This is an optimization exercise on Yosys and OpenROAD, whose aim is small area, a short achievable clock period and few clock cycles per item, not a production implementation.
Only simulation tests tie the RTL to the original design; equivalence was not proved.

// sec_sha256
module sec_sha256 (
    input  wire         clk,
    input  wire         rst,       
    input  wire         start,     
    input  wire         first,     
    input  wire [511:0] block,     
    output wire         ready,
    output wire [255:0] digest     
);
Settings: LEC_CHECK=0, CAP_MARGIN=20, CORE_MARGIN=2, CORE_UTILIZATION=40, CTS_BUF_LIST=sky130_fd_sc_hd__clkbuf_16, CTS_CLUSTER_DIAMETER=150, CTS_CLUSTER_SIZE=24, SLEW_MARGIN=20; clock period 11.0 ns.
standard.sh (not shown) runs the stock make flow with config.mk's settings and CLKGATE_MAP_FILE= SYNTH_SCRIPT=/design/flow/synth_recipe.tcl, a recipe that flattens the netlist after the stock synthesis.
==> flow/flow/run.sh <==
#!/bin/bash
# Standard ORFS layout (the standard.sh) with two changes to how it is made:
#  * port buffers use the small sky130_fd_sc_hd__buf_1 instead of the default pick;
#  * timing repair aims for extra setup slack beyond the clock period.
set -euo pipefail
export BUFFER_PORTS_ARGS="-buffer_cell sky130_fd_sc_hd__buf_1"
export SETUP_SLACK_MARGIN=6
bash standard.sh > standard_sh.log 2>&1
The first run went through all stages and came out clean.
Testbench counts at the start, summed over its fixed seeds: cycles 25,806, blocks 391.
Rerun with:
--- a/flow/flow/run.sh
+++ b/flow/flow/run.sh
@@ -7 +7 @@
-export SETUP_SLACK_MARGIN=6
+export SETUP_SLACK_MARGIN=6.4
- CTS_CLUSTER_SIZE: 24 -> 20
- count of clock-buffer cells in the layout increases by 9
- die area stays the same
- routed wire length rose by about 0.46%
Rerun with:
--- a/flow/flow/run.sh
+++ b/flow/flow/run.sh
@@ -7 +7 @@
-export SETUP_SLACK_MARGIN=6.4
+export SETUP_SLACK_MARGIN=6
Result: The changed run finished with timing, DRC and antenna clean. Via count is lower by 0.89%. Fmax is lower by 0.84%. Synthesized cell count does not change. Global-route usage hardly moves. Routed wire length is lower by 0.48%. Hold slack is about the same. Flip-flop and latch count does not change. Setup slack gets worse by 41 ps. Count of clock-buffer cells in the layout is higher by 1.

lane 1:
sec_sha256, a different RTL version from the one above (not shown whole).
Size: ~1100 flip-flops, roughly 53000 sq um of cells after synthesis.
==> flow/design.v (excerpt) <==
module sec_sha256 (
    input  wire         clk,
    input  wire         rst,       
    input  wire         start,     
    input  wire         first,     
    input  wire [511:0] block,     
    output wire         ready,
    output wire [255:0] digest     
);
    localparam [255:0] IV = {32'h6a09e667, 32'hbb67ae85, 32'h3c6ef372, 32'ha54ff53a,
                             32'h510e527f, 32'h9b05688c, 32'h1f83d9ab, 32'h5be0cd19};
    localparam [31:0] K0 = 32'h428a2f98;
    reg       busy;
    reg       idle;     
    reg [5:0] cnt;      
    reg       last;     
    reg       fin;      
    reg       nfin;     
    assign ready = ~busy;
    always @(posedge clk) begin
        if (rst) begin
            busy <= 1'b0;
            idle <= 1'b1;
            cnt  <= 6'd0;
            last <= 1'b0;
            fin  <= 1'b0;
            nfin <= 1'b1;
        end else if (busy) begin
            cnt  <= cnt + 6'd1;
            last <= (cnt == 6'd63) & ~last;
            fin  <= ((cnt == 6'd60) | (cnt == 6'd61) | (cnt == 6'd62) | (cnt == 6'd63)) & ~last;
            nfin <= ~(((cnt == 6'd60) | (cnt == 6'd61) | (cnt == 6'd62) | (cnt == 6'd63)) & ~last);
            if (last) begin
                busy <= 1'b0;
                idle <= 1'b1;
            end
        end else begin
            cnt  <= 6'd0;
            last <= 1'b0;
            fin  <= 1'b0;
            nfin <= 1'b1;
            if (start) begin
                busy <= 1'b1;
                idle <= 1'b0;
            end
        end
    end
    wire [63:0] oh = 64'd1 << cnt;
    wire [31:0] k2;
  ...
Settings: LEC_CHECK=0, CAP_MARGIN=20, CORE_MARGIN=2, CORE_UTILIZATION=45, CTS_BUF_LIST=sky130_fd_sc_hd__clkbuf_16, CTS_CLUSTER_DIAMETER=150, CTS_CLUSTER_SIZE=20, SLEW_MARGIN=20; clock period 11.0 ns.
==> flow/flow/run.sh <==
#!/bin/bash
# Standard ORFS layout (the standard.sh) with two changes to how it is made:
#  * port buffers use the small sky130_fd_sc_hd__buf_1 instead of the default pick;
#  * timing repair aims for extra setup slack beyond the clock period.
set -euo pipefail
export BUFFER_PORTS_ARGS="-buffer_cell sky130_fd_sc_hd__buf_1"
export SETUP_SLACK_MARGIN=6.5
bash standard.sh > standard_sh.log 2>&1
Testbench counts of lane 1, summed over its fixed seeds: cycles 25,806, blocks 391.
diff inputs: lane 1 => lane 2
# lane 1
export LEC_CHECK = 0
export CAP_MARGIN = 20
export CORE_MARGIN = 2
export CORE_UTILIZATION = 45
export CTS_BUF_LIST = sky130_fd_sc_hd__clkbuf_16
export CTS_CLUSTER_DIAMETER = 150
export CTS_CLUSTER_SIZE = 20
export SLEW_MARGIN = 20
create_clock -name core_clock -period 11.0 [get_ports {clk}]
# lane 2
export LEC_CHECK = 0
export CAP_MARGIN = 20
export CORE_MARGIN = 2
export CORE_UTILIZATION = 40
export CTS_BUF_LIST = sky130_fd_sc_hd__clkbuf_16
export CTS_CLUSTER_DIAMETER = 150
export CTS_CLUSTER_SIZE = 20
export SLEW_MARGIN = 20
create_clock -name core_clock -period 11.0 [get_ports {clk}]
--- a/flow/flow/run.sh
+++ b/flow/flow/run.sh
@@ -5,4 +5,4 @@
 set -euo pipefail
 export BUFFER_PORTS_ARGS="-buffer_cell sky130_fd_sc_hd__buf_1"
-export SETUP_SLACK_MARGIN=6.5
+export SETUP_SLACK_MARGIN=6.8
 bash standard.sh > standard_sh.log 2>&1
==> comparison <==
Each of the runs, namely lane 1 and lane 2, reached the end of the flow and came out clean. Lane 2 ends up with a die outline area that is 12% higher than in lane 1. The hold slack was comparable across lane 1 and lane 2. Diff lane 1 -> lane 2: setup slack increased 0.077 ns.
Setup changes, lane 2 to lane 3
--- a/flow/flow/run.sh
+++ b/flow/flow/run.sh
@@ -5,4 +5,4 @@
 set -euo pipefail
 export BUFFER_PORTS_ARGS="-buffer_cell sky130_fd_sc_hd__buf_1"
-export SETUP_SLACK_MARGIN=6.8
+export SETUP_SLACK_MARGIN=6
 bash standard.sh > standard_sh.log 2>&1
==> comparison <==
Comparing lane 2 and lane 3, worst setup slack is lower on lane 3.
Wire length of the first global-routing pass on lane 3 is ahead of lane 2.
Against lane 2, the final cell area of lane 3 is lower.
Amount of wire on met3 after detailed routing in lane 3 is about 4.7% below lane 2.
What lane 4 does differently from lane 3 at the input level:
--- a/flow/flow/run.sh
+++ b/flow/flow/run.sh
@@ -5,4 +5,4 @@
 set -euo pipefail
 export BUFFER_PORTS_ARGS="-buffer_cell sky130_fd_sc_hd__buf_1"
-export SETUP_SLACK_MARGIN=6
+export SETUP_SLACK_MARGIN=6.5
 bash standard.sh > standard_sh.log 2>&1
[summary]
- For the global-route usage, lane 4 came in 0.77 points lower than lane 3 did.
- Run comparison: lane 4 critical path's slowest cell xnor2_2; lane 3 critical path's slowest cell dfxtp_1
- [diff] final critical delay including setup and external delays, lane 4 relative to lane 3: improvement
- Actual transition at the worst max-transition pin is higher on lane 4
Here is what was changed in the inputs of lane 5 compared with lane 4.
--- a/flow/flow/run.sh
+++ b/flow/flow/run.sh
@@ -5,4 +5,4 @@
 set -euo pipefail
 export BUFFER_PORTS_ARGS="-buffer_cell sky130_fd_sc_hd__buf_1"
-export SETUP_SLACK_MARGIN=6.5
+export SETUP_SLACK_MARGIN=6.65
 bash standard.sh > standard_sh.log 2>&1
## What came out
- On sequential cell count, lane 4 and lane 5 are neck and neck.
- Lane 5 against lane 4; number of setup buffers added after CTS is up by more than half.
- Total of flip-flops plus latches after synthesis came out exactly the same in lane 4 and lane 5.
- Async set-reset flop share out of synthesis came out exactly the same in lane 4 and lane 5.
- Looking at final non-filler cell area across both flows, lane 5 is the weaker of the two, with lane 4 ahead.
- Looking at post-cts gate resize count, lane 5 sits about 20% higher than lane 4 does.
- From lane 4 to lane 5 the numbers moved as follows: cell count after synthesis flat; multi-input logic portion of the cell area flat; global-route usage up 0.99 points.

## static timing again, ports no longer ideal
How much do the figures lean on ideal ports? The routed layouts below were timed once more, with nothing changed but the port constraints.
Step 1 sets driving cells, clkbuf_16 on the clock port and buf_2 on the other inputs (assumed; they add their load-dependent delay and slew).
Step 2 moves the port delays by t, midway between the first and last clock arrival at a register: inputs arrive t later, outputs are due t later. That takes back most of the time a late clock gives input paths.
a / b / c = no drivers / after step 1 / after step 2; a / b = the first two.
run | shift t [ns] | setup slack, ns | worst setup path at the end | slew at the worst register clock pin (ns) | cell pins on the clock port's net
the first run of note 1 | 0.766 | 6.000 / 6.000 / 5.959 | input to register | 0.12 / 0.12 | 1
the second run of note 1 | 0.784 | 6.100 / 6.100 / 6.100 | register to register | 0.11 / 0.11 | 1
the third run of note 1 | 0.774 | 6.058 / 6.058 / 5.960 | input to register | 0.10 / 0.10 | 1
lane 1 | 0.814 | 6.433 / 6.381 / 5.567 | input to register | 0.11 / 0.11 | 1
lane 2 | 0.810 | 6.509 / 6.509 / 5.749 | input to register | 0.11 / 0.11 | 1
lane 3 | 0.808 | 6.030 / 6.030 / 5.422 | input to register | 0.11 / 0.11 | 1
lane 4 | 0.803 | 6.484 / 6.389 / 5.586 | input to register | 0.10 / 0.10 | 1
lane 5 | 0.804 | 6.456 / 6.456 / 5.753 | input to register | 0.11 / 0.11 | 1
After both steps every run listed still meets setup and hold. For lane 4, which loses most, drivers alone change the setup slack by -0.095 ns; drivers and shift together by -0.898 ns.
